This design comes from an exercise in tuning for small area and a short achievable clock period on the open sky130 flow, not from production work.
Only simulation tests tie the RTL to the original design; equivalence was not proved.
Power and IR drop assume default switching activity.

## flow/flow/setup_margin

```
12.8
```

## flow/design.v

```verilog
module win_matcher (
    input              clk,
    input              rst,
    input              cfg_we,
    input      [5:0]   cfg_addr,
    input      [13:0]  cfg_data,
    input              maj_we,
    input      [3:0]   maj_grp,
    input      [8:0]   maj_data,
    input              bnd,
    input              bnd_open,
    input      [13:0]  bnd_slot,
    input      [13:0]  bnd_sweep,
    input      [5:0]   bnd_info,
    input      [1:0]   hit_valid,
    input      [27:0]  hit_tile,
    input      [27:0]  hit_out,
    input      [5:0]   hit_flags,
    output reg         rec_valid,
    output reg [2:0]   rec_beat,
    output     [111:0] rec_data
);
    localparam NWIN = 16;
    function ge7;
        input [6:0] x;
        input [6:0] y;
        integer i;
        reg r, h0, h1;
        begin
            r = 1'b1;
            for (i = 0; i < 4; i = i + 1)
                r = (x[i] & ~y[i]) | (x[i] & r) | (~y[i] & r);
            h0 = 1'b0;
            h1 = 1'b1;
            for (i = 4; i < 7; i = i + 1) begin
                h0 = (x[i] & ~y[i]) | (x[i] & h0) | (~y[i] & h0);
                h1 = (x[i] & ~y[i]) | (x[i] & h1) | (~y[i] & h1);
            end
            ge7 = r ? h1 : h0;
        end
    endfunction
    function [14:0] add14;
        input [13:0] a;
        input [13:0] b;
        reg [13:0] p, g, p0;
        integer i, j;
        begin
            p  = a ^ b;
            g  = a & b;
            p0 = p;
            for (i = 1; i <= 4; i = i + 1)
                for (j = 2**i - 1; j < 14; j = j + 2**i) begin
                    g[j] = g[j] | p[j] & g[j - 2**(i-1)];
                    p[j] = p[j] & p[j - 2**(i-1)];
                end
            for (i = 4; i > 0; i = i - 1)
                for (j = 2**i + 2**(i-1) - 1; j < 14; j = j + 2**i) begin
                    g[j] = g[j] | p[j] & g[j - 2**(i-1)];
                    p[j] = p[j] & p[j - 2**(i-1)];
                end
            add14 = {g[13], p0 ^ {g[12:0], 1'b0}};
        end
    endfunction
    function [28:0] ssum;
        input [27:0] s;
        input [13:0] a;
        reg [14:0] lo;
        reg [13:0] hp;
        reg [27:0] n;
        integer i;
        begin
            lo = add14(s[13:0], a);
            hp[0] = 1'b1;
            for (i = 1; i < 14; i = i + 1)
                hp[i] = hp[i-1] & s[13+i];
            for (i = 0; i < 14; i = i + 1)
                n[14+i] = s[14+i] ^ (lo[14] & hp[i]);
            n[13:0] = lo[13:0];
            ssum = {lo[14] & hp[13] & s[27], n};
        end
    endfunction
    function [14:0] scnt;
        input [13:0] c;
        input        one;
        input        two;
        reg          t;
        reg [13:0]   hp;
        reg [13:0]   n;
        integer i;
        begin
            n[0] = c[0] ^ one;
            t    = two | (one & c[0]);
            hp[1] = 1'b1;
            for (i = 2; i < 14; i = i + 1)
                hp[i] = hp[i-1] & c[i-1];
            for (i = 1; i < 14; i = i + 1)
                n[i] = c[i] ^ (t & hp[i]);
            scnt = {t & hp[13] & c[13], n};
        end
    endfunction
    function [1:0] fa;
        input a, b, c;
        fa = {(a & b) | (a & c) | (b & c), a ^ b ^ c};
    endfunction
    function [1:0] ha;
        input a, b;
        ha = {a & b, a ^ b};
    endfunction
    function [4:0] pop16;
        input [15:0] x;
        reg [1:0] f0, f1, f2, f3, f4, f5, f6, f7, f8, f9, f10, f11, h0;
        begin
            f0  = fa(x[0],  x[1],  x[2]);
            f1  = fa(x[3],  x[4],  x[5]);
            f2  = fa(x[6],  x[7],  x[8]);
            f3  = fa(x[9],  x[10], x[11]);
            f4  = fa(x[12], x[13], x[14]);
            f5  = fa(f0[0], f1[0], f2[0]);
            f6  = fa(f3[0], f4[0], x[15]);
            h0  = ha(f5[0], f6[0]);
            f7  = fa(f0[1], f1[1], f2[1]);
            f8  = fa(f3[1], f4[1], f5[1]);
            f9  = ha(f6[1], h0[1]);
            f10 = fa(f7[0], f8[0], f9[0]);
            f11 = fa(f7[1], f8[1], f9[1]);
            pop16 = {f11[1], 3'd0} + {f11[0], 2'd0} + {f10[1], 2'd0} + {f10[0], 1'b0} + {4'd0, h0[0]};
        end
    endfunction
    reg [6:0] d_u0   [0:NWIN-1];
    reg [6:0] d_u1   [0:NWIN-1];
    reg [6:0] d_v0   [0:NWIN-1];
    reg [6:0] d_v1   [0:NWIN-1];
    reg       d_en   [0:NWIN-1];
    reg [3:0] d_grp  [0:NWIN-1];
    reg [2:0] d_um   [0:NWIN-1];
    reg       d_neg  [0:NWIN-1];
    reg [4:0] d_mse  [0:NWIN-1];
    reg [5:0] d_minc [0:NWIN-1];    
    reg [7:0] d_msm  [0:NWIN-1];
    reg [4:0] d_maj  [0:15];
    always @(posedge clk) begin
        if (cfg_we) begin
            case (cfg_addr[1:0])
                2'd0: begin
                    d_u0[cfg_addr[5:2]] <= cfg_data[13:7];
                    d_u1[cfg_addr[5:2]] <= cfg_data[6:0];
                end
                2'd1: begin
                    d_v0[cfg_addr[5:2]] <= cfg_data[13:7];
                    d_v1[cfg_addr[5:2]] <= cfg_data[6:0];
                end
                2'd2: begin
                    d_en [cfg_addr[5:2]] <= cfg_data[13];
                    d_grp[cfg_addr[5:2]] <= cfg_data[12:9];
                    d_um [cfg_addr[5:2]] <= cfg_data[8:6];
                    d_neg[cfg_addr[5:2]] <= cfg_data[5];
                    d_mse[cfg_addr[5:2]] <= cfg_data[4:0];
                end
                default: begin
                    d_minc[cfg_addr[5:2]] <= {cfg_data[13:9], cfg_data[8] | (cfg_data[13:8] == 6'd0)};
                    d_msm [cfg_addr[5:2]] <= cfg_data[7:0];
                end
            endcase
        end
        if (maj_we)
            d_maj[maj_grp] <= (maj_data > 9'd16) ? 5'd0 : maj_data[4:0];
    end
    reg        open;
    reg [3:0]  ridx;
    reg [6:1]  cl;         
    reg        opnd;       
    reg [13:0] h_slot, h_sweep;
    reg [5:0]  h_info;
    wire closing = bnd && open;
    always @(posedge clk) begin
        if (rst) begin
            open <= 1'b0;
            cl   <= 6'd0;
        end else begin
            cl <= {cl[5:1], closing};
            if (bnd)
                open <= bnd_open;
        end
    end
    always @(posedge clk) begin
        opnd <= bnd && bnd_open;
        if (bnd && bnd_open) begin
            ridx    <= open ? ridx + 4'd1 : 4'd0;
            h_slot  <= bnd_slot;
            h_sweep <= bnd_sweep;
            h_info  <= bnd_info;
        end
    end
    wire [6:0]  hu0 = hit_tile[6:0];
    wire [6:0]  hv0 = hit_tile[13:7];
    wire [6:0]  hu1 = hit_tile[20:14];
    wire [6:0]  hv1 = hit_tile[27:21];
    wire [12:0] pos0 = hit_out[12:0]  & {13{~hit_out[13]}};
    wire [12:0] pos1 = hit_out[26:14] & {13{~hit_out[27]}};
    reg [NWIN-1:0] qa0, qa1, qa2;    
    reg [12:0]     pa0, pa1;
    reg [13:0]     pa01;
    reg [1:0]      hva;
    reg            firsta;
    integer w;
    always @(posedge clk) begin : qual
        reg q0, q1;
        for (w = 0; w < NWIN; w = w + 1) begin
            q0      = hit_valid[0] & open & d_en[w] &
                      ge7(hu0, d_u0[w]) & ge7(d_u1[w], hu0) &
                      ge7(hv0, d_v0[w]) & ge7(d_v1[w], hv0) &
                      ~|(d_um[w] & ~hit_flags[2:0]);
            q1      = hit_valid[1] & open & d_en[w] &
                      ge7(hu1, d_u0[w]) & ge7(d_u1[w], hu1) &
                      ge7(hv1, d_v0[w]) & ge7(d_v1[w], hv1) &
                      ~|(d_um[w] & ~hit_flags[5:3]);
            qa0[w] <= q0 & ~q1;
            qa1[w] <= q1 & ~q0;
            qa2[w] <= q0 & q1;
        end
        pa0    <= pos0;
        pa1    <= pos1;
        pa01   <= {1'b0, pos0} + {1'b0, pos1};
        hva    <= hit_valid & {2{open}};
        firsta <= opnd;
    end
    reg [13:0] hits;
    reg        hits_f;
    always @(posedge clk) begin : hitcount
        reg [14:0] hn;
        hn     = scnt(hits & {14{~firsta}}, hva[0] ^ hva[1], hva[0] & hva[1]);
        hits   <= hn[13:0];
        hits_f <= ~firsta & (hits_f | hn[14]);
    end
    reg [13:0]     cnt [0:NWIN-1];
    reg [27:0]     sum [0:NWIN-1];
    reg [NWIN-1:0] cf, sf;
    reg [NWIN-1:0] ccl, csl;   
    function ctest;
        input [3:0]  k;
        input [13:0] c;
        input        csat;
        reg          ge;
        integer      i;
        begin
            ge = 1'b1;
            for (i = 0; i < 6; i = i + 1)
                ge = (c[i] & ~d_minc[k][i]) | (c[i] & ge) | (~d_minc[k][i] & ge);
            ctest = csat | (|c[13:6]) | ge;
        end
    endfunction
    function stest;
        input [3:0]  k;
        input [27:0] s;
        input        ssat;
        reg   [14:0] xw, sw;
        reg          hnz, ge, g0, g1;
        integer      i;
        begin
            xw = {7'd0, d_msm[k]} << d_mse[k][2:0];
            case (d_mse[k][4:3])
                2'd0:    begin sw = s[14:0];                       hnz = ssat | (|s[27:15]); end
                2'd1:    begin sw = s[22:8];                       hnz = ssat | (|s[27:23]); end
                2'd2:    begin sw = {3'd0, s[27:16] | {12{ssat}}}; hnz = 1'b0; end
                default: begin sw = {11'd0, s[27:24] | {4{ssat}}}; hnz = 1'b0; end
            endcase
            ge = 1'b1;
            for (i = 0; i < 7; i = i + 1)
                ge = (sw[i] & ~xw[i]) | (sw[i] & ge) | (~xw[i] & ge);
            g1 = 1'b1;
            g0 = 1'b0;
            for (i = 7; i < 15; i = i + 1) begin
                g1 = (sw[i] & ~xw[i]) | (sw[i] & g1) | (~xw[i] & g1);
                g0 = (sw[i] & ~xw[i]) | (sw[i] & g0) | (~xw[i] & g0);
            end
            stest = hnz | (ge ? g1 : g0);
        end
    endfunction
    always @(posedge clk) begin : accum
        reg [13:0] sadd;
        reg [14:0] cn;
        reg [28:0] sn;
        reg        cfn, sfn;
        for (w = 0; w < NWIN; w = w + 1) begin
            sadd = ({14{qa0[w]}} & {1'b0, pa0}) | ({14{qa1[w]}} & {1'b0, pa1}) | ({14{qa2[w]}} & pa01);
            cn = scnt(cnt[w] & {14{~firsta}}, qa0[w] | qa1[w], qa2[w]);
            sn = ssum(sum[w] & {28{~firsta}}, sadd);
            cfn = ~firsta & (cf[w] | cn[14]);
            sfn = ~firsta & (sf[w] | sn[28]);
            cnt[w] <= cn[13:0];
            sum[w] <= sn[27:0];
            cf[w]  <= cfn;
            sf[w]  <= sfn;
            ccl[w] <= ctest(w, cn[13:0], cfn);
            csl[w] <= stest(w, sn[27:0], sfn);
        end
    end
    reg [NWIN-1:0] mb, ws, big;
    reg            csat_c, ssat_c;
    integer k, i;
    always @* begin
        csat_c = 1'b0;
        ssat_c = 1'b0;
        for (k = 0; k < NWIN; k = k + 1) begin
            mb[k] = d_en[k] & (d_neg[k] ^ (ccl[k] & csl[k]));
            ws[k]  = d_en[k] & (cf[k] | (&cnt[k]) | sf[k] | (&sum[k]));
            if (d_en[k] & (cf[k] | (&cnt[k]))) csat_c = 1'b1;
            if (d_en[k] & (sf[k] | (&sum[k]))) ssat_c = 1'b1;
            big[k] = sf[k] | (|sum[k][27:20]);
        end
    end
    function [3:0] tadd;
        input [3:0] a;
        input [3:0] b;
        begin
            tadd[0] = a[0] | b[0];
            tadd[1] = a[1] | (a[0] & b[0]) | b[1];
            tadd[2] = a[2] | (a[1] & b[0]) | (a[0] & b[1]) | b[2];
            tadd[3] = a[3] | (a[2] & b[0]) | (a[1] & b[1]) | (a[0] & b[2]) | b[3];
        end
    endfunction
    reg [3:0]  qt [0:3];       
    reg [3:0]  qb [0:3];       
    reg [3:0]  lt [0:NWIN-1];  
    reg [3:0]  rt;             
    reg [15:0] sel [0:3];
    reg [39:0] ent_c [0:3];    
    integer j, q;
    always @* begin
        for (q = 0; q < 4; q = q + 1) begin
            lt[4*q]   = 4'b0000;
            lt[4*q+1] = {3'b000, mb[4*q]};
            lt[4*q+2] = tadd({3'b000, mb[4*q]}, {3'b000, mb[4*q+1]});
            lt[4*q+3] = tadd(lt[4*q+2], {3'b000, mb[4*q+2]});
            qt[q]     = tadd(lt[4*q+3], {3'b000, mb[4*q+3]});
        end
        qb[0] = 4'b0000;
        qb[1] = qt[0];
        qb[2] = tadd(qt[0], qt[1]);
        qb[3] = tadd(qb[2], qt[2]);
        for (k = 0; k < NWIN; k = k + 1) begin
            rt = tadd(qb[k/4], lt[k]);
            sel[0][k] = mb[k] & ~rt[0];
            sel[1][k] = mb[k] & rt[0] & ~rt[1];
            sel[2][k] = mb[k] & rt[1] & ~rt[2];
            sel[3][k] = mb[k] & rt[2] & ~rt[3];
        end
        for (j = 0; j < 4; j = j + 1) begin
            ent_c[j] = 40'd0;
            for (k = j; k < NWIN; k = k + 1)
                ent_c[j] = ent_c[j] | ({40{sel[j][k]}} & {cf[k], big[k], sum[k][19:0], cnt[k], k[3:0]});
        end
    end
    reg [NWIN-1:0] mbr, wsr;
    reg            csat_r, ssat_r;
    reg [39:0]     ent [0:3];
    always @(posedge clk) begin
        if (cl[2]) begin
            mbr    <= mb;
            wsr    <= ws;
            csat_r <= csat_c;
            ssat_r <= ssat_c;
            for (j = 0; j < 4; j = j + 1)
                ent[j] <= ent_c[j];
        end
    end
    function [13:0] lc0;
        input [39:0] e;
        lc0 = {e[38] ? 6'h3F : e[37:32], 4'd0, e[3:0]};
    endfunction
    function [13:0] lc1;
        input [39:0] e;
        lc1 = e[39] ? 14'h3FFF : e[17:4];
    endfunction
    function [13:0] lc2;
        input [39:0] e;
        lc2 = e[38] ? 14'h3FFF : e[31:18];
    endfunction
    reg [NWIN-1:0] gmemb [0:15];
    always @* begin
        for (i = 0; i < 16; i = i + 1)
            for (k = 0; k < NWIN; k = k + 1)
                gmemb[i][k] = (d_grp[k] == i);
    end
    reg [13:0] gunit [0:7];
    reg [4:0]  nmatch;
    reg [NWIN-1:0] mm;
    reg [4:0]  gm, gn;
    integer u;
    always @* begin
        for (u = 0; u < 8; u = u + 1) begin
            mm = {NWIN{1'b0}};
            gm = 5'd0;
            if (cl[2] && u >= 6) begin
                mm = gmemb[u - 6];
                gm = d_maj[u - 6];
            end
            if (cl[3]) begin
                mm = gmemb[2 + u];
                gm = d_maj[2 + u];
            end
            if (cl[4] && u < 6) begin
                mm = gmemb[10 + u];
                gm = d_maj[10 + u];
            end
            if (cl[6] && u == 0)
                mm = {NWIN{1'b1}};
            if (u >= 6) begin
                gn = pop16((cl[2] ? mb : mbr) & mm);
                gunit[u] = {(gm != 5'd0) && (gn >= gm), |((cl[2] ? ws : wsr) & mm), 7'd0, gn};
            end else begin
                gn = pop16(mbr & mm);
                gunit[u] = {(gm != 5'd0) && (gn >= gm), |(wsr & mm), 7'd0, gn};
            end
        end
        nmatch = gunit[0][4:0];
    end
    reg [13:0] oc [0:7];
    assign rec_data = {oc[7], oc[6], oc[5], oc[4], oc[3], oc[2], oc[1], oc[0]};
    integer p;
    always @(posedge clk) begin
        if (closing) begin
            oc[0] <= h_slot;
            oc[1] <= h_sweep;
            oc[2] <= {h_info, 4'd0, ridx};
        end
        if (cl[2]) begin
            oc[3] <= hits | {14{hits_f}};
            oc[4] <= mb[13:0];
            oc[5] <= {12'd0, mb[15:14]};
            oc[6] <= gunit[6];
            oc[7] <= gunit[7];
        end
        if (cl[3]) begin
            for (p = 0; p < 8; p = p + 1)
                oc[p] <= gunit[p];
        end
        if (cl[4]) begin
            for (p = 0; p < 6; p = p + 1)
                oc[p] <= gunit[p];
            oc[6] <= lc0(ent[0]);
            oc[7] <= lc1(ent[0]);
        end
        if (cl[5]) begin
            oc[0] <= lc2(ent[0]);
            oc[1] <= lc0(ent[1]);
            oc[2] <= lc1(ent[1]);
            oc[3] <= lc2(ent[1]);
            oc[4] <= lc0(ent[2]);
            oc[5] <= lc1(ent[2]);
            oc[6] <= lc2(ent[2]);
            oc[7] <= lc0(ent[3]);
        end
        if (cl[6]) begin
            oc[0] <= lc1(ent[3]);
            oc[1] <= lc2(ent[3]);
            oc[2] <= {(nmatch > 5'd4), csat_r, ssat_r, 6'd0, nmatch};
            oc[3] <= 14'd0;
            oc[4] <= 14'd0;
            oc[5] <= 14'd0;
            oc[6] <= 14'd0;
            oc[7] <= 14'd0;
        end
    end
    always @(posedge clk) begin
        if (rst) begin
            rec_valid <= 1'b0;
            rec_beat  <= 3'd0;
        end else begin
            rec_valid <= |cl[6:2];
            rec_beat  <= {cl[6], cl[5] | cl[4], cl[5] | cl[3]};
        end
    end
endmodule
```

## flow/constraint.sdc

```tcl
create_clock -name core_clock -period 18.0 [get_ports {clk}]
set_input_delay 3.6000 -clock core_clock [delete_from_list [all_inputs] [get_ports {clk}]]
set_output_delay 3.6000 -clock core_clock [all_outputs]
set_load 0.01 [all_outputs]
```

## flow/config.mk

```make
export PLATFORM = sky130hd
export DESIGN_NAME = win_matcher
export DESIGN_NICKNAME = win_matcher
export VERILOG_FILES = /design/flow/design.v
export SDC_FILE = /design/flow/constraint.sdc
export NUM_CORES = 8
export LEC_CHECK = 0
export CAP_MARGIN = 20
export CORE_MARGIN = 2
export CORE_UTILIZATION = 40
export CTS_BUF_LIST = sky130_fd_sc_hd__clkbuf_16 sky130_fd_sc_hd__clkbuf_8
export CTS_CLUSTER_DIAMETER = 60
export CTS_CLUSTER_SIZE = 30
export PLACE_DENSITY = 0.55
export SLEW_MARGIN = 20
```

## flow/flow/run.sh

```bash
#!/bin/bash
set -euo pipefail
SETUP_MARGIN=$(cat flow/setup_margin)
bash standard.sh SETUP_SLACK_MARGIN="$SETUP_MARGIN" MATCH_CELL_FOOTPRINT=0 finish > flow_make.log 2>&1
```

## flow/standard.sh

```bash
#!/bin/bash
# synth_recipe.tcl (not shown) runs the flow's synth.tcl, then flattens the netlist and writes it again
# the make line also repeats each setting of config.mk as NAME=value (left out here)
make -C /OpenROAD-flow-scripts/flow DESIGN_CONFIG=/design/flow/config.mk WORK_HOME=/design/flow/orfs CLKGATE_MAP_FILE= SYNTH_SCRIPT=/design/flow/synth_recipe.tcl "${@:-finish}"
```

==> notes.md, run 1 <==
- Max H-tree Level: 4
- Max-slew violation count: 0
- Tot GR Track Use: 38.96%
- Top delay family on crit path: buffers and inverters
- Clock transition at path regs: 0.08 ns
- Pwr Density: 72.20 mW/mm2
- IR drop worst, VDD: 0.08500 mV
- CTS Hold Bufs: 0
- HP Class: reg2reg
- Final Cell Area: 0.1619 mm2
- Critical path arrival: 6.70 ns
- Vias per inst: 6.588
- Cell leakage power: 62.27 nW
- Max incr delay on CP: 0.68 ns
- Post-route setup TNS: 0 ns
- Total Wirelength: 694100 um
- CTS root buffer: clkbuf_16
- Layout Utilization: 48.19%
- CTS Sinks: 2174
- Most common cell after layout, fill and taps aside: nand2_1
- Initial Util: 40.13%
- Seq cells post-synth: 2174
- Placed inst area: 0.1433 mm2
- CP Buf/Inv Count: 15
- Total CTS buffers: 229
- Post-DP HPWL: 492600 um
- Crit path time final: 5.835 ns
- Syn Area/Cell: 9.282 um2
- Warnings, synthesis: 12
- Relative slew slack: 8.514%
- Rows: 213
- IO Pins: 253
- Crit path top cell by count: buf_4
- Sequential fraction of the synthesis area: 41.27%
- CP Launch Type: flip-flop
- CORE AREA: 0.3361 mm2
- DP Worst Slack: 10.03 ns
- Full die area: 0.3418 mm2
- Layout Nets: 15580
- DRC Markers: 0
- Crit Path Category: reg2reg
- Die Ht: 584.7 um
- Post-synth EDFFs: 1212
- Library cells used by synthesis: 99
- Crit end category: flip-flop
- Synth-to-Final Area Change: 20.08%
- Most used DFF post-synth: edfxtp_1
- FFs w/ async S/R, synth: 0%
- Syn nets: 15250
- Finish-stage setup viols: 0
- Status: no timing/DRC/antenna violations
- Layout cells sized above 1: 17.66%
- Maximum fanout along the worst path: 7
- Skew final: 0.08580 ns
- Post-synthesis cell area: 0.1349 mm2
- Clk Latency, worst-skew pair: 1.01 ns
- FILL cells: 31530
- Total grt overflow: 0
- RePlAce Congestion: 1.046
- First-pass GRT wire length: 941900 um
- Final WS setup: 12.16 ns
- RSZ-0062 raised after global routing: true
- Slowest CP cell: a222oi_1
- Antenna viol nets, final: 0
- Clock Tree Buf Depth: 4
- Vias in the first global route: 117900
- WP data required: 18.86 ns
- FMAX: 0.1714 GHz
- CTS tree: yes
- DR pass1 iterations: 15
- Final worst hold slack: 0.3760 ns
- Die X: 584.7 um
- R2R setup slack: 12.16 ns
- Syn Inst Count: 14530
- Initial drt markers: 22720
- Final hold vios: 0
- Fin crit share: 32.42%
- Max_cap viols: 0
- Wire per inst: 35.39 um
- Via count: 129200
- Initial antenna violation count: 76
- Worst Tran Pin Value: 1.369 ns
- Largest net degree at the start of global routing: 90
- Port buffer count: 252
- Most frequent cells in the layout: 1240 x nand2_1, 1212 x edfxtp_1, 1047 x nor2_1, 886 x dfxtp_1, 816 x inv_1
final timing paths:
path | endpoint | from | cells past startpoint
worst max-delay path | csl[15] | pa0[10] | 29
worst min-delay path | firsta | opnd | 0
worst max register to register | csl[15] | pa0[10] | 29
worst min register to register | firsta | opnd | 0
through the flow:
step	power [mW]	std cells
after floorplan	5.824	14530
after global placement	6.277	18670
after detailed placement	6.278	18670
after CTS	11.66	19450
after global routing	11.93	19580
final	11.69	19610
metal layers:
layer | vias up | wire [um] | track usage (%)
li1 | 55100 | - | -
met1 | 63490 | 270400 | 51.07
met2 | 8635 | 280100 | 55.46
met3 | 1898 | 89100 | 12.52
met4 | 56 | 53850 | 23.79
met5 | - | 676 | 0.2522
logic make-up (layout without fill, tap and decap cells):
group	after synthesis	count (layout)	share of synthesized area (%)
simple gates	4894	4895	17.77
compound gates	3710	3710	19.52
flops	2174	2174	41.27
buf+inv	1801	2330	5.064
fa+ha+maj	1239	1239	11.40
xor+xnor	434	434	2.818
mux	278	278	2.163
other cells	0	35	0
repair_timing:
item / in CTS / in global routing
gates cloned: 31 / 4
setup endpoints to repair: 680 / 304
gates resized for setup: 1163 / 518
buffers inserted: 312 / 124
pin swaps: 430 / 436
cell usage after synthesis (154+ instances only):
cell type  count  area, um2
maj3_1       657       6576
nand2_1     1271       4771
dfxtp_1      962      19260
nor2b_1      499       3122
nor2_1      1192       4474
a222oi_1     398       3984
o22ai_1      160       1001
nand2b_1     168       1051
edfxtp_1    1212      36390
nor3_1       290       1451
xnor2_1      262       2295
nand4_1      281       1758
a22oi_1      381       2860
xor2_1       172       1506
a21oi_1      685       3428
nand3_1      463       2317
o21ai_0      680       3403
a221oi_1     176       1541
a221o_1      154       1541
clkbuf_1     791       2969
fa_1         202       4044
ha_1         377       4717
inv_1        850       3191
mux2i_1      189       1892
area by class of cell:
class                      instances  area [um2]  share of cell area [%]
antenna                           35       87.58                 0.05408
clock buffer                     239        5891                   3.637
clock inverter                   193        2561                   1.582
inverter                         867        3373                   2.083
multi-input combinational      10560       77880                   48.09
sequential                      2174       55820                   34.47
tap                             4515        5649                   3.488
timing repair buffer            1028       10660                   6.580
timing repair inverter             3       23.77                 0.01468
state kept, by name, summed over array words and instances (netlist names), 48 cells and up:
register  cells
d_v1        112
d_maj        80
ent         160
d_u0        112
d_grp        64
d_mse        80
d_u1        112
oc          112
d_minc       96
d_v0        112
cnt         224
sum         448
d_msm       128
d_um         48
where the power goes:
part	total, mW	leakage (nW)	switching, mW	internal, mW
combinational	0.918	39.5	0.612	0.306
clock	5.37	4.12	2.57	2.79
sequential	5.41	18.6	0.101	5.31
total	11.7	62.3	3.29	8.41
==> run 2, diff against run 1 <==
==> flow/flow/run.sh (replaced) <==
#!/bin/bash
set -euo pipefail
SETUP_MARGIN=$(cat flow/setup_margin)
bash standard.sh SETUP_SLACK_MARGIN="$SETUP_MARGIN" finish > flow_make.log 2>&1
==> notes.md, run 2 <==
- Clock transition at path regs: 0.09 ns (was 0.08 ns)
- Syn nets: 15250 (unchanged)
- Post-Synth Adder-Cell Area: 11.40% (unchanged)
- Multiplexer share of the synthesized area: 2.163% (unchanged)
- FFs w/ async S/R, synth: 0% (unchanged)
- CTS tree: yes (unchanged)
- First-pass GRT wire length: 948700 um (was 941900 um)
- Max_cap viols: 0 (unchanged)
- Clk Latency, worst-skew pair: 1.01 ns (about the same)
- Seq cells post-synth: 2174 (unchanged)
- Area leader, netlist: edfxtp_1 (unchanged)
- Syn Area/Cell: 9.282 um2 (unchanged)
- DR pass1 iterations: 15 (unchanged)
- Warnings, synthesis: 12 (unchanged)
- Cell leakage power: 61.68 nW (was 62.27 nW)
- WP data required: 18.79 ns (was 18.86 ns)
- Post-synth EDFFs: 1212 (unchanged)
- Count leader, synth: nand2_1 (unchanged)
- RSZ-0062 raised after global routing: true (unchanged)
- Number of flip-flops in the largest register: 448 (unchanged)
- Design Power: 11.59 mW (was 11.69 mW)
- Maximum fanout along the worst path: 5 (was 7)
- CTS root buffer: clkbuf_16 (unchanged)
- Library cells used by synthesis: 99 (unchanged)
- WL met3: 90090 um (was 89100 um)
- Port buffer count: 252 (unchanged)
- Clock Tree Buf Depth: 4 (unchanged)
- FMAX: 0.1710 GHz (was 0.1714 GHz)
- Syn Inst Count: 14530 (unchanged)
- Largest net degree at the start of global routing: 158 (was 90)
- Pwr Density: 71.09 mW/mm2 (was 72.20 mW/mm2)
- Total Wirelength: 702100 um (was 694100 um)
- Die Ht: 584.7 um (unchanged)
- Synth-to-Final Area Change: 20.88% (was 20.08%)
- Relative slew slack: 13.70% (was 8.514%)
- Largest regs: sum (448), cnt (224), ent (160) (unchanged)
- Crit path time final: 5.847 ns (was 5.835 ns)
- Met1 Wirelength: 272500 um (was 270400 um)
- Layout Nets: 15680 (was 15580)
- Fin crit share: 32.48% (was 32.42%)
- Main combinational cell family by area after synthesis: compound AO/OA/AOI/OAI gates (unchanged)
- Die X: 584.7 um (unchanged)
- Synth Area in Compound Gates: 19.52% (unchanged)
- Final Cell Area: 0.1630 mm2 (was 0.1619 mm2)
- Wire per inst: 35.60 um (was 35.39 um)
- Final hold vios: 0 (unchanged)
- Post-route setup TNS: 0 ns (unchanged)
- Post-synth top cells: 1271 x nand2_1, 1212 x edfxtp_1, 1192 x nor2_1 (unchanged)
- FILL cells: 31580 (was 31530)
- Vias per inst: 6.576 (was 6.588)
- Full die area: 0.3418 mm2 (unchanged)
- Simple-gate area share of the yosys netlist: 17.77% (unchanged)
- CTS Hold Bufs: 0 (unchanged)
- IO Pins: 253 (unchanged)
- Crit Path Category: reg2reg (unchanged)
- Status: no timing/DRC/antenna violations (unchanged)
- Antenna viol nets, final: 0 (unchanged)
- Most frequent cells in the layout: 1237 x nand2_1, 1212 x edfxtp_1, 1067 x nor2_1, 862 x dfxtp_1, 818 x inv_1 (was 1240 x nand2_1, 1212 x edfxtp_1, 1047 x nor2_1, 886 x dfxtp_1, 816 x inv_1)
- CTS Sinks: 2174 (unchanged)
- Skew final: 0.08288 ns (was 0.08580 ns)
- Most common cell after layout, fill and taps aside: nand2_1 (unchanged)
- Critical path arrival: 6.64 ns (was 6.70 ns)
- CP Launch Type: flip-flop (unchanged)
- FF-to-FF path depth: 25 (was 29)
- Total CTS buffers: 225 (was 229)
- Top sig layer: met5 (unchanged)
- Tot GR Track Use: 39.21% (was 38.96%)
- CORE AREA: 0.3361 mm2 (unchanged)
- Most used DFF post-synth: edfxtp_1 (unchanged)
- Vias in the first global route: 119000 (was 117900)
- DRC Markers: 0 (unchanged)
- Initial antenna violation count: 87 (was 76)
- Crit end category: flip-flop (unchanged)
- IR drop worst, VDD: 0.08897 mV (was 0.08500 mV)
- Synth area leaders: edfxtp_1 27%, dfxtp_1 14%, maj3_1 4.9% (unchanged)
- Final WS setup: 12.15 ns (was 12.16 ns)
- Initial drt markers: 20930 (was 22720)
- Post-synthesis cell area: 0.1349 mm2 (unchanged)
- Sequential fraction of the synthesis area: 41.27% (unchanged)
- Layout cells sized above 1: 19.48% (was 17.66%)
- Worst Tran Pin Value: 1.292 ns (was 1.369 ns)
- Finish-stage setup viols: 0 (unchanged)
- RePlAce Congestion: 1.049 (was 1.046)
- Via count: 129700 (was 129200)
- Metal2 WL: 287600 um (was 280100 um)
- Initial Util: 40.13% (unchanged)
- Placed inst area: 0.1439 mm2 (was 0.1433 mm2)
- HP Class: reg2reg (unchanged)
- Total grt overflow: 0 (unchanged)
- Rows: 213 (unchanged)
- Post-DP HPWL: 498000 um (was 492600 um)
- Max-slew violation count: 0 (unchanged)
- DP Worst Slack: 10.22 ns (was 10.03 ns)
- Max H-tree Level: 4 (unchanged)
- Top-area cell type share of the netlist area: 26.99% (unchanged)
- Biggest register: sum (unchanged)
- Hold depth: 0 (unchanged)
- XOR/XNOR Fraction of Synth Area: 2.818% (unchanged)
run 2: area by class of cell:
| type | count | area, um2 | share of cell area [%] |
|---|---|---|---|
| multi-input cells | 10560 | 78220 | 47.98 |
| well taps | 4515 | 5649 | 3.465 |
| repair inverters | 4 | 55.05 | 0.03377 |
| clock buffers | 240 | 5938 | 3.642 |
| repair buffers | 1134 | 11400 | 6.993 |
| diodes | 50 | 125.1 | 0.07675 |
| flip-flops and latches | 2174 | 55910 | 34.29 |
| inverters | 867 | 3451 | 2.117 |
| clock inverters | 181 | 2285 | 1.401 |
run 2: cells by family after synthesis:
family                   after synthesis
AND/OR/NAND/NOR                     4894
multiplexers                         278
XOR/XNOR                             434
flip-flops                          2174
AO/OA/AOI/OAI                       3710
adder cells (fa/ha/maj)             1239
buffers and inverters               1801
run 2: where the power goes:
group | switching, mW | internal [mW]
Combinational | 0.604 | 0.320
Clock | 2.60 | 2.65
Sequential | 0.110 | 5.31
run 2: repair_timing:
action                                   CTS  global route
pin swaps                                346           406
endpoints found under the hold margin      0             0
gates resized for setup                 1347           614
gates cloned                              38            13
endpoints found under the setup margin   501           369
setup buffers                            319           191
run 2: final timing paths:
check / from / endpoint / slack, ns
worst max-delay path: qa0[3] / csl[3] / 12.15
worst min-delay path: opnd / firsta / 0.34
worst max register to register: qa0[3] / csl[3] / 12.15
worst min register to register: opnd / firsta / 0.34
run 2: worst max-delay path, stage by stage, from the launching register on:
cell and delay, ns:
dfxtp_4 0.43, buf_12 0.16, a222oi_1 0.81, inv_1 0.15, buf_4 0.18, buf_4 0.12
buf_4 0.12, buf_4 0.12, buf_4 0.12, buf_4 0.12, buf_4 0.12, buf_4 0.12
buf_4 0.12, buf_4 0.12, fa_1 0.51, nor2b_1 0.18, o21ai_1 0.16, a21oi_1 0.08
or4_1 0.55, maj3_2 0.31, maj3_2 0.33, a31oi_4 0.14, mux2i_1 0.09, o2111a_1 0.15
o32ai_2 0.19, o211ai_1 0.13
run 2: routing by layer:
metal	global-route usage, %	up-vias
li1	-	55390
met4	23.19	46
met2	56.53	8669
met3	12.61	1833
met1	51.05	63740
met5	0.6444	-
run 2: stage by stage:
step                      hold slack, ns  util (%)  instances
after global routing              0.3527     48.48      19670
after floorplan                   0.3095         -      14530
after detailed placement          0.3155     42.81      18680
after global placement            0.3112     42.80      18680
after CTS                         0.3428     47.15      19460
final                             0.3448     48.51      19720
==> run 3, diff against run 2 <==
==> flow/flow/run.sh (replaced) <==
#!/bin/bash
set -euo pipefail
SETUP_MARGIN=$(cat flow/setup_margin)
bash standard.sh SETUP_SLACK_MARGIN="$SETUP_MARGIN" MATCH_CELL_FOOTPRINT=0 finish > flow_make.log 2>&1
--- a/flow/config.mk
+++ b/flow/config.mk
@@ -8,8 +8,9 @@
 export CAP_MARGIN = 20
 export CORE_MARGIN = 2
 export CORE_UTILIZATION = 40
-export CTS_BUF_LIST = sky130_fd_sc_hd__clkbuf_16 sky130_fd_sc_hd__clkbuf_8
-export CTS_CLUSTER_DIAMETER = 60
-export CTS_CLUSTER_SIZE = 30
+export CTS_BUF_LIST = sky130_fd_sc_hd__clkbuf_8
+export CTS_CLUSTER_DIAMETER = 50
+export CTS_CLUSTER_SIZE = 20
 export PLACE_DENSITY = 0.55
 export SLEW_MARGIN = 20
+export TNS_END_PERCENT = 5
==> notes.md, run 3 <==
- Status: no timing/DRC/antenna violations (unchanged)
- Tot GR Track Use: 38.73% (was 39.21%)
- Syn nets: 15250 (unchanged)
- DP Worst Slack: 9.997 ns (was 10.22 ns)
- CP Launch Type: flip-flop (unchanged)
- Final Cell Area: 0.1586 mm2 (was 0.1630 mm2)
- Wire per inst: 34.93 um (was 35.60 um)
- First-pass GRT wire length: 940400 um (was 948700 um)
- Crit end category: flip-flop (unchanged)
- Maximum fanout along the worst path: 7 (was 5)
- FFs w/ async S/R, synth: 0% (unchanged)
- Antenna viol nets, final: 0 (unchanged)
- Initial Util: 40.13% (unchanged)
- Layout cells sized above 1: 15.72% (was 19.48%)
- Total Wirelength: 689700 um (was 702100 um)
- IO Pins: 253 (unchanged)
- Syn Area/Cell: 9.282 um2 (unchanged)
- RSZ-0062 raised after global routing: true (unchanged)
- Hold Crit Start: opnd (unchanged)
- Worst Tran Pin Value: 1.272 ns (was 1.292 ns)
- Synth-to-Final Area Change: 17.62% (was 20.88%)
- Layout Utilization: 47.20% (was 48.51%)
- Max-slew violation count: 0 (unchanged)
- Crit path time final: 5.997 ns (was 5.847 ns)
- Final hold vios: 0 (unchanged)
- Rows: 213 (unchanged)
- R2R setup slack: 12.00 ns (was 12.15 ns)
- IR drop worst, VDD: 0.05319 mV (was 0.08897 mV)
- FMAX: 0.1667 GHz (was 0.1710 GHz)
- Biggest register: sum (unchanged)
- CTS tree: yes (unchanged)
- Skew final: 0.08749 ns (was 0.08288 ns)
- CTS Hold Bufs: 0 (unchanged)
- Initial antenna violation count: 81 (was 87)
- RePlAce Congestion: 1.069 (was 1.049)
- Warnings, synthesis: 12 (unchanged)
- FILL cells: 31980 (was 31580)
- Seq cells post-synth: 2174 (unchanged)
- Finish-stage setup viols: 0 (unchanged)
- Vias in the first global route: 119200 (was 119000)
- Post-synth top cells: 1271 x nand2_1, 1212 x edfxtp_1, 1192 x nor2_1 (unchanged)
- Count leader, synth: nand2_1 (unchanged)
- CTS Sinks: 2174 (unchanged)
- Number of flip-flops in the largest register: 448 (unchanged)
- Crit Path Category: reg2reg (unchanged)
- Synth area leaders: edfxtp_1 27%, dfxtp_1 14%, maj3_1 4.9% (unchanged)
- Post-route setup TNS: 0 ns (unchanged)
- DRC Markers: 0 (unchanged)
- WP data required: 19.04 ns (was 18.79 ns)
- Fin crit share: 33.32% (was 32.48%)
- Post-DP HPWL: 490300 um (was 498000 um)
- Placed inst area: 0.1431 mm2 (was 0.1439 mm2)
- Vias per inst: 6.560 (was 6.576)
- Largest net degree at the start of global routing: 156 (was 158)
- HP Class: reg2reg (unchanged)
- Sequential fraction of the synthesis area: 41.27% (unchanged)
- Pwr Density: 69.27 mW/mm2 (was 71.09 mW/mm2)
- CORE AREA: 0.3361 mm2 (unchanged)
- Clk Latency, worst-skew pair: 1.17 ns (was 1.01 ns)
- Post-synthesis cell area: 0.1349 mm2 (unchanged)
- Layout Nets: 15650 (was 15680)
- Capture point of the worst reg-to-reg path: csl[15] (was csl[3])
- Clock Tree Buf Depth: 4 (unchanged)
- Hold depth: 0 (unchanged)
- Total CTS buffers: 316 (was 225)
- Most used DFF post-synth: edfxtp_1 (unchanged)
- Final WS setup: 12.00 ns (was 12.15 ns)
- Port buffer count: 252 (unchanged)
- Die X: 584.7 um (unchanged)
- Via count: 129500 (was 129700)
- Clock transition at path regs: 0.10 ns (was 0.09 ns)
- Library cells used by synthesis: 99 (unchanged)
- Worst R2R Start: qa0[15] (was qa0[3])
- Area leader, netlist: edfxtp_1 (unchanged)
- Critical path arrival: 7.03 ns (was 6.64 ns)
- Total grt overflow: 0 (unchanged)
- Full die area: 0.3418 mm2 (unchanged)
- Initial drt markers: 22270 (was 20930)
- Cell leakage power: 60.94 nW (was 61.68 nW)
- Relative slew slack: 15.20% (was 13.70%)
- Max_cap viols: 0 (unchanged)
- Hold endpoint: firsta (unchanged)
- Die Ht: 584.7 um (unchanged)
- Syn Inst Count: 14530 (unchanged)
- Most frequent cells in the layout: 1248 x nand2_1, 1212 x edfxtp_1, 1081 x nor2_1, 896 x dfxtp_1, 818 x inv_1 (was 1237 x nand2_1, 1212 x edfxtp_1, 1067 x nor2_1, 862 x dfxtp_1, 818 x inv_1)
- Largest regs: sum (448), cnt (224), ent (160) (unchanged)
- Top-area cell type share of the netlist area: 26.99% (unchanged)
- FF-to-FF path depth: 24 (was 25)
- CTS root buffer: clkbuf_8 (was clkbuf_16)
- DR pass1 iterations: 17 (was 15)
- Post-synth EDFFs: 1212 (unchanged)
- Final worst hold slack: 0.3829 ns (was 0.3448 ns)
- Max H-tree Level: 5 (was 4)
- Most common cell after layout, fill and taps aside: nand2_1 (unchanged)
run 3: cell types whose count changed in the layout (fill, tap and decap cells not counted), sizes merged, moves of 5 or more:
cell | previous run | this run
clkdlybuf4s15 | 22 | 0
inv | 948 | 953
dlymetal6s2s | 2 | 107
diode | 50 | 25
clkbuf | 258 | 369
bufbuf | 25 | 0
dlygate4sd2 | 11 | 0
clkinvlp | 15 | 45
bufinv | 5 | 20
clkinv | 84 | 107
buf | 965 | 754
clkdlybuf4s50 | 91 | 117
run 3: report_power, final:
part	internal, mW	switching [mW]
Clock	2.18	2.52
Combinational	0.291	0.600
Sequential	5.30	0.0959
Total	7.77	3.22
run 3: cell type report:
cell class	count	area [um2]	share of cell area, %
Antenna cell	25	62.56	0.03944
Tap cell	4515	5649	3.561
Inverter	867	3374	2.127
Multi-Input combinational cell	10560	76200	48.04
Timing Repair Buffer	1016	10220	6.440
Clock inverter	257	2739	1.727
Clock buffer	331	4556	2.872
Sequential cell	2174	55820	35.19
Timing Repair inverter	1	11.26	0.007099
run 3: cell families (layout without fill, tap and decap cells):
logic type | after synthesis | count (layout) | share of synthesized area, %
and+or+nand+nor | 4894 | 4894 | 17.77
AOI/OAI and AO/OA | 3710 | 3711 | 19.52
DFF | 2174 | 2174 | 41.27
buffers and inverters | 1801 | 2472 | 5.064
adders and majority gates | 1239 | 1239 | 11.40
xor gates and xnor gates | 434 | 434 | 2.818
muxes | 278 | 278 | 2.163
other | 0 | 25 | 0
run 3: critical path, stage by stage (launching register included):
cell	delay (ns)
dfxtp_4	0.46
a222oi_1	1.09
inv_1	0.25
ha_4	0.32
a21o_1	0.15
a21o_1	0.21
a22oi_2	0.28
o22ai_2	0.13
nand2_2	0.09
nor3_2	0.04
ha_2	0.19
o21ba_4	0.21
nor2_4	0.09
a21o_1	0.13
a21o_1	0.18
nor4_1	0.06
mux2i_1	0.20
o31ai_2	0.11
nor2b_1	0.15
o2111ai_1	0.12
and4b_1	0.22
maj3_2	0.29
maj3_2	0.31
mux2_4	0.31
a221oi_2	0.23
run 3: metrics by stage:
stage / cells / power, mW
after floorplan: 14530 / 5.816
after global placement: 18690 / 6.270
after detailed placement: 18690 / 6.272
after CTS: 19570 / 10.98
after global routing: 19720 / 11.24
final: 19740 / 10.99
run 3: repair_timing:
action / 4_1_cts / 5_1_grt
endpoints found under the setup margin: 500 / 497
endpoints found under the hold margin: 0 / 0
buffers inserted: 264 / 141
gates cloned: 25 / 5
pin swaps: 245 / 189
gates resized for setup: 817 / 408
run 3: worst max path at each step:
stage | start | endpoint
floorplan | firsta | csl[3]
global route | qa0[15] | csl[15]
detailed placement | hit_tile[7] | qa0[14]
CTS | qa0[15] | csl[15]
finish | qa0[15] | csl[15]
global placement | hit_tile[7] | qa0[14]
run 3: routing by layer:
metal / GRT usage (%) / up-vias / wire length, um
li1: - / 55260 / -
met1: 49.61 / 63300 / 268000
met2: 54.55 / 8812 / 273800
met3: 14.09 / 2097 / 90810
met4: 24.99 / 40 / 56260
met5: 1.219 / - / 872

[separate check: timing with driven ports]
Ports are ideal in the flow. The routed layouts listed here were re-timed in OpenROAD. Step 1 assumes that a clkbuf_16 drives the clock port and a buf_2 every other input. Step 2, shift: input delay + t, output delay - t, t = (earliest + latest rising clock arrival at the registers) / 2. This alone moves slack from input paths to output paths. Slacks: no drivers / after step 1 / after step 2; pairs: no drivers / after step 1.
run	t, ns	setup WS [ns]	worst hold slack (ns)
run 1	1.083	12.165 / 12.165 / 11.382	0.376 / 0.376 / 0.376
run 2	1.082	12.153 / 12.153 / 11.506	0.345 / 0.345 / 0.345
run 3	1.220	12.003 / 12.003 / 11.179	0.383 / 0.383 / 0.383
After both steps every run listed still meets setup and hold. The setup slack of run 3, which loses most, moves by 0.000 ns with the drivers and by -0.824 ns with both steps.
